This design comes from an exercise in tuning for small area, a short achievable clock period and few clock cycles per item on the open sky130 flow, not from production work. At most, simulation tests tie the RTL to the original design; equivalence was not proved.

== old ==
==> flow/design.v (excerpt) <==
module tally_digest (
    input  wire         clk,
    input  wire         rst,           
    input  wire         in_valid,
    output wire         in_ready,
    input  wire [63:0]  in_data,
    input  wire [7:0]   in_len,
    output wire         out_valid,
    input  wire         out_ready,
    output wire [127:0] out_digest
);
Settings: LEC_CHECK=0, CAP_MARGIN=20, CORE_MARGIN=2, CORE_UTILIZATION=45, SETUP_SLACK_MARGIN=5, SLEW_MARGIN=20, TNS_END_PERCENT=5; clock period 12.0 ns.
standard.sh (not shown) runs the stock make flow with config.mk's settings and CLKGATE_MAP_FILE= SYNTH_SCRIPT=/design/flow/synth_recipe.tcl, a recipe that flattens the netlist after the stock synthesis.
==> flow/flow/run.sh <==
#!/bin/bash
# Standard layout, with timing repair aiming at a larger setup margin.
set -euo pipefail
bash standard.sh SETUP_SLACK_MARGIN=8 finish > standard.log 2>&1
## Diff of input files: new against old
diff --git a/flow/design.v b/flow/design.v
--- a/flow/design.v
+++ b/flow/design.v
@@ -42,20 +42,36 @@
                         gg[i] = gg[i] | (pp[i] & gg[i - (1 << l)]);
                         pp[i] = pp[i] & pp[i - (1 << l)];
                     end
             for (l = 3; l >= 0; l = l - 1)            
                 for (i = 0; i < 32; i = i + 1)
                     if (i >= (3 << l) - 1 && (i % (2 << l)) == (1 << l) - 1) begin
                         gg[i] = gg[i] | (pp[i] & gg[i - (1 << l)]);
                         pp[i] = pp[i] & pp[i - (1 << l)];
                     end
             bkadd = pn ^ {gg[30:0], 1'b0};
+        end
+    endfunction
+    function [31:0] ksadd_ld(input [31:0] x, input [31:0] z, input ld, input [31:0] v);
+        reg [31:0] gg, pp, gn, pn;
+        integer i, l;
+        begin
+            gg = x & z; pp = x ^ z; gn = gg; pn = pp;
+            for (l = 0; l < 5; l = l + 1) begin
+                for (i = 31; i >= 0; i = i - 1)
+                    if (i >= (1 << l)) begin
+                        gn[i] = gg[i] | (pp[i] & gg[i - (1 << l)]);
+                        pn[i] = pp[i] & pp[i - (1 << l)];
+                    end
+                gg = gn; pp = pn;
+            end
+            ksadd_ld = (ld ? v : (x ^ z)) ^ ({gg[30:0], 1'b0} & {32{!ld}});
         end
     endfunction
     function [31:0] kconst(input [5:0] i);
         case (i)
             6'd0:  kconst = 32'h428a2f98;  6'd1:  kconst = 32'h71374491;
             6'd2:  kconst = 32'hb5c0fbcf;  6'd3:  kconst = 32'he9b5dba5;
             6'd4:  kconst = 32'h3956c25b;  6'd5:  kconst = 32'h59f111f1;
             6'd6:  kconst = 32'h923f82a4;  6'd7:  kconst = 32'hab1c5ed5;
             6'd8:  kconst = 32'hd807aa98;  6'd9:  kconst = 32'h12835b01;
             6'd10: kconst = 32'h243185be;  6'd11: kconst = 32'h550c7dc3;
@@ -197,33 +213,35 @@
     wire [31:0] rs0 = bsig0(a);
     wire [31:0] rmj = (a & b) | (a & c) | (b & c);
     wire [31:0] x1  = p ^ rs1 ^ rch;
     wire [31:0] c1  = {maj(p[30:0], rs1[30:0], rch[30:0]), 1'b0};
     wire [31:0] xe  = x1 ^ c1 ^ d;
     wire [31:0] ce  = {maj(x1[30:0], c1[30:0], d[30:0]), 1'b0};
     wire [31:0] x2  = x1 ^ c1 ^ rs0;
     wire [31:0] c2  = {maj(x1[30:0], c1[30:0], rs0[30:0]), 1'b0};
     wire [31:0] x3  = x2 ^ c2 ^ rmj;
     wire [31:0] c3  = {maj(x2[30:0], c2[30:0], rmj[30:0]), 1'b0};
-    wire [31:0] a_new = x3 + c3;
-    wire [31:0] e_new = xe + ce;
+    wire [31:0] a_nxt = ksadd_ld(x3, c3, ld, la);
+    wire [31:0] e_nxt = ksadd_ld(xe, ce, ld, le);
     wire [31:0] px   = ring[15] ^ kr ^ gsel;
     wire [31:0] pc   = {maj(ring[15][30:0], kr[30:0], gsel[30:0]), 1'b0};
     always @(posedge clk) begin
         kr <= kconst(t[5:0]);
         p  <= bkadd(px, pc);
+        a <= a_nxt;
+        e <= e_nxt;
         if (ld) begin
-            a <= la; b <= lb; c <= lc; d <= ld_d;
-            e <= le; f <= lf; g <= lg; h <= lh;
+            b <= lb; c <= lc; d <= ld_d;
+            f <= lf; g <= lg; h <= lh;
         end else begin
-            a <= a_new; b <= a; c <= b; d <= c;
-            e <= e_new; f <= e; g <= f; h <= g;
+            b <= a; c <= b; d <= c;
+            f <= e; g <= f; h <= g;
         end
     end
     always @(posedge clk) begin
         if (rst) begin
             run        <= 1'b0;
             t          <= 7'd0;
             nrecv      <= 5'd0;
             blk        <= 2'd0;
             fin1       <= 1'b0;
             fin2       <= 1'b0;
==> run summary <==
met5 as the uppermost layer routed was reported by old, and met4 by new.
Timing endpoint of the critical path = a[21]: new; timing endpoint of the critical path = a[31]: old
Parity-gate share of the synthesized area counting xor and xnor cells ends up lower on old.
When new is measured against old, its fraction of the mapped netlist area in compound gates turns out 1.2 points lower.
When new is measured against old, its hold slack turns out 0.0078 ns lower.
old has a lower sequential share of cell area than new.
Compared with old, new shows final weighted congestion in routability-driven placement that has gone up slightly.
Initial antenna violation count delta for new relative to old: 7 lower
old → new: total instance count after detailed placement saw a decrease, total met2 wirelength after detailed routing now sits higher, post-synth net total dropped about 3%, die area lower.
Testbench counts of new, summed over its fixed seeds: cycles 320,482, items 1,920.
No functional check of the RTL was part of old.

* * *

## run A
Starting RTL as in the previous note.
==> flow/config.mk <==
export PLATFORM = sky130hd
export DESIGN_NAME = tally_digest
export DESIGN_NICKNAME = tally_digest
export VERILOG_FILES = /design/flow/design.v
export SDC_FILE = /design/flow/constraint.sdc
export NUM_CORES = 4
export LEC_CHECK = 0
export CAP_MARGIN = 20
export CORE_MARGIN = 2
export CORE_UTILIZATION = 45
export SETUP_SLACK_MARGIN = 5
export SLEW_MARGIN = 20
export TNS_END_PERCENT = 5
==> flow/constraint.sdc <==
create_clock -name core_clock -period 12.0 [get_ports {clk}]
set_input_delay 2.4000 -clock core_clock [delete_from_list [all_inputs] [get_ports {clk}]]
set_output_delay 2.4000 -clock core_clock [all_outputs]
set_load 0.01 [all_outputs]
==> flow/flow/run.sh <==
#!/bin/bash
# Standard layout; timing repair aims at a larger setup margin, and the
# port buffers are the smallest buffer (repair resizes them as needed).
set -euo pipefail
bash standard.sh SETUP_SLACK_MARGIN=8 "BUFFER_PORTS_ARGS=-buffer_cell sky130_fd_sc_hd__buf_1" finish > standard.log 2>&1
Status: run A FAILED at 5_2_route (tool error)
The following lists how run D was set up differently from run A:
-- flow/design.v --
<<< run A, line 32
        maj = (x & y) | (x & z) | (y & z);
    endfunction
    function [31:0] bkadd(input [31:0] x, input [31:0] z);
        reg [31:0] gn, pn, gg, pp;
        integer i, l;
        begin
            gn = x & z; pn = x ^ z; gg = gn; pp = pn;
            for (l = 0; l < 5; l = l + 1)             
                for (i = 0; i < 32; i = i + 1)
                    if ((i % (2 << l)) == (2 << l) - 1) begin
                        gg[i] = gg[i] | (pp[i] & gg[i - (1 << l)]);
                        pp[i] = pp[i] & pp[i - (1 << l)];
                    end
            for (l = 3; l >= 0; l = l - 1)            
                for (i = 0; i < 32; i = i + 1)
                    if (i >= (3 << l) - 1 && (i % (2 << l)) == (1 << l) - 1) begin
                        gg[i] = gg[i] | (pp[i] & gg[i - (1 << l)]);
                        pp[i] = pp[i] & pp[i - (1 << l)];
                    end
            bkadd = pn ^ {gg[30:0], 1'b0};
        end
    endfunction
>>> run D, line 32
        maj = (x & y) | (x & z) | (y & z);
    endfunction
    function [31:0] ksadd_ld(input [31:0] x, input [31:0] z, input ld, input [31:0] v);
        reg [31:0] gg, pp, gn, pn;
        integer i, l;
        begin
            gg = x & z; pp = x ^ z; gn = gg; pn = pp;
            for (l = 0; l < 5; l = l + 1) begin
                for (i = 31; i >= 0; i = i - 1)
                    if (i >= (1 << l)) begin
                        gn[i] = gg[i] | (pp[i] & gg[i - (1 << l)]);
                        pn[i] = pp[i] & pp[i - (1 << l)];
                    end
                gg = gn; pp = pn;
            end
            ksadd_ld = (ld ? v : (x ^ z)) ^ ({gg[30:0], 1'b0} & {32{!ld}});
        end
    endfunction
<<< run A, line 155
    wire [31:0] sx2 = sx1 ^ sc1 ^ ss1;
    wire [31:0] sc2 = {maj(sx1[30:0], sc1[30:0], ss1[30:0]), 1'b0};
    wire [31:0] sched   = sx2 + sc2;
    wire [31:0] tail_in = sched_sel ? sched : (fresh ? nw : ring[0]);
    integer k;
>>> run D, line 151
    wire [31:0] sx2 = sx1 ^ sc1 ^ ss1;
    wire [31:0] sc2 = {maj(sx1[30:0], sc1[30:0], ss1[30:0]), 1'b0};
    wire [31:0] sched   = ksadd_ld(sx2, sc2, 1'b0, 32'd0);
    wire [31:0] tail_in = sched_sel ? sched : (fresh ? nw : ring[0]);
    integer k;
<<< run A, line 176
    wire [31:0] tail_a = civ ? iva : ha3;
    wire [31:0] tail_e = civ ? ive : he3;
    wire [31:0] sum_a  = tail_a + (comp ? a : 32'd0);
    wire [31:0] sum_e  = tail_e + (comp ? e : 32'd0);
    always @(posedge clk) begin
        if (cshift) begin
>>> run D, line 172
    wire [31:0] tail_a = civ ? iva : ha3;
    wire [31:0] tail_e = civ ? ive : he3;
    wire [31:0] sum_a  = ksadd_ld(tail_a, comp ? a : 32'd0, 1'b0, 32'd0);
    wire [31:0] sum_e  = ksadd_ld(tail_e, comp ? e : 32'd0, 1'b0, 32'd0);
    always @(posedge clk) begin
        if (cshift) begin
<<< run A, line 205
    wire [31:0] x3  = x2 ^ c2 ^ rmj;
    wire [31:0] c3  = {maj(x2[30:0], c2[30:0], rmj[30:0]), 1'b0};
    wire [31:0] a_new = x3 + c3;
    wire [31:0] e_new = xe + ce;
    wire [31:0] px   = ring[15] ^ kr ^ gsel;
    wire [31:0] pc   = {maj(ring[15][30:0], kr[30:0], gsel[30:0]), 1'b0};
    always @(posedge clk) begin
        kr <= kconst(t[5:0]);
        p  <= bkadd(px, pc);
        if (ld) begin
            a <= la; b <= lb; c <= lc; d <= ld_d;
            e <= le; f <= lf; g <= lg; h <= lh;
        end else begin
            a <= a_new; b <= a; c <= b; d <= c;
            e <= e_new; f <= e; g <= f; h <= g;
        end
    end
>>> run D, line 201
    wire [31:0] x3  = x2 ^ c2 ^ rmj;
    wire [31:0] c3  = {maj(x2[30:0], c2[30:0], rmj[30:0]), 1'b0};
    wire [31:0] a_nxt = ksadd_ld(x3, c3, ld, la);
    wire [31:0] e_nxt = ksadd_ld(xe, ce, ld, le);
    wire [31:0] px   = ring[15] ^ kr ^ gsel;
    wire [31:0] pc   = {maj(ring[15][30:0], kr[30:0], gsel[30:0]), 1'b0};
    always @(posedge clk) begin
        kr <= kconst(t[5:0]);
        p  <= ksadd_ld(px, pc, 1'b0, 32'd0);
        a <= a_nxt;
        e <= e_nxt;
        if (ld) begin
            b <= lb; c <= lc; d <= ld_d;
            f <= lf; g <= lg; h <= lh;
        end else begin
            b <= a; c <= b; d <= c;
            f <= e; g <= f; h <= g;
        end
    end
## What came out
Run D vs run A: distinct cell type count of the synthesized netlist down by more than 10%. Looking only at number of antenna violations at the first check in global routing, and setting everything else aside, the lower value of run A and run D goes to run D. The lower cell area reported after detailed placement of run A and run D is in run D. Every stage of the flow completed for run D, and the final layout passed the timing, design-rule and antenna checks. Going from run A to run D, synthesized cell count lower, number of buffers created by CTS now larger, number of nets produced by synthesis has decreased.
Testbench counts of run D, summed over its fixed seeds: cycles 320,482, items 1,920.
No functional check of the RTL was part of run A.

-- port drivers added, routing unchanged --
In the flow no input, the clock included, has a driving cell. The finished layouts below were timed again as built, in two steps.
Step 1 assumes that a clkbuf_16 drives the clock port and a buf_2 every other input.
Step 2 also shifts input and output timing later by t, the mid clock arrival at the registers, as if the neighbouring blocks saw the same clock.
Three values: ideal, step 1, step 2; two values: the first two.
run	t, ns	setup WS [ns]	pins driven straight from the clock port
old	0.786	7.227 / 7.227 / 6.740	1
new	0.782	7.433 / 7.433 / 7.251	1
run D	0.775	7.450 / 7.450 / 7.444	1
After both steps setup and hold are still met in every run listed. For old, which loses most, drivers alone change the setup slack by 0.000 ns; drivers and shift together by -0.487 ns.
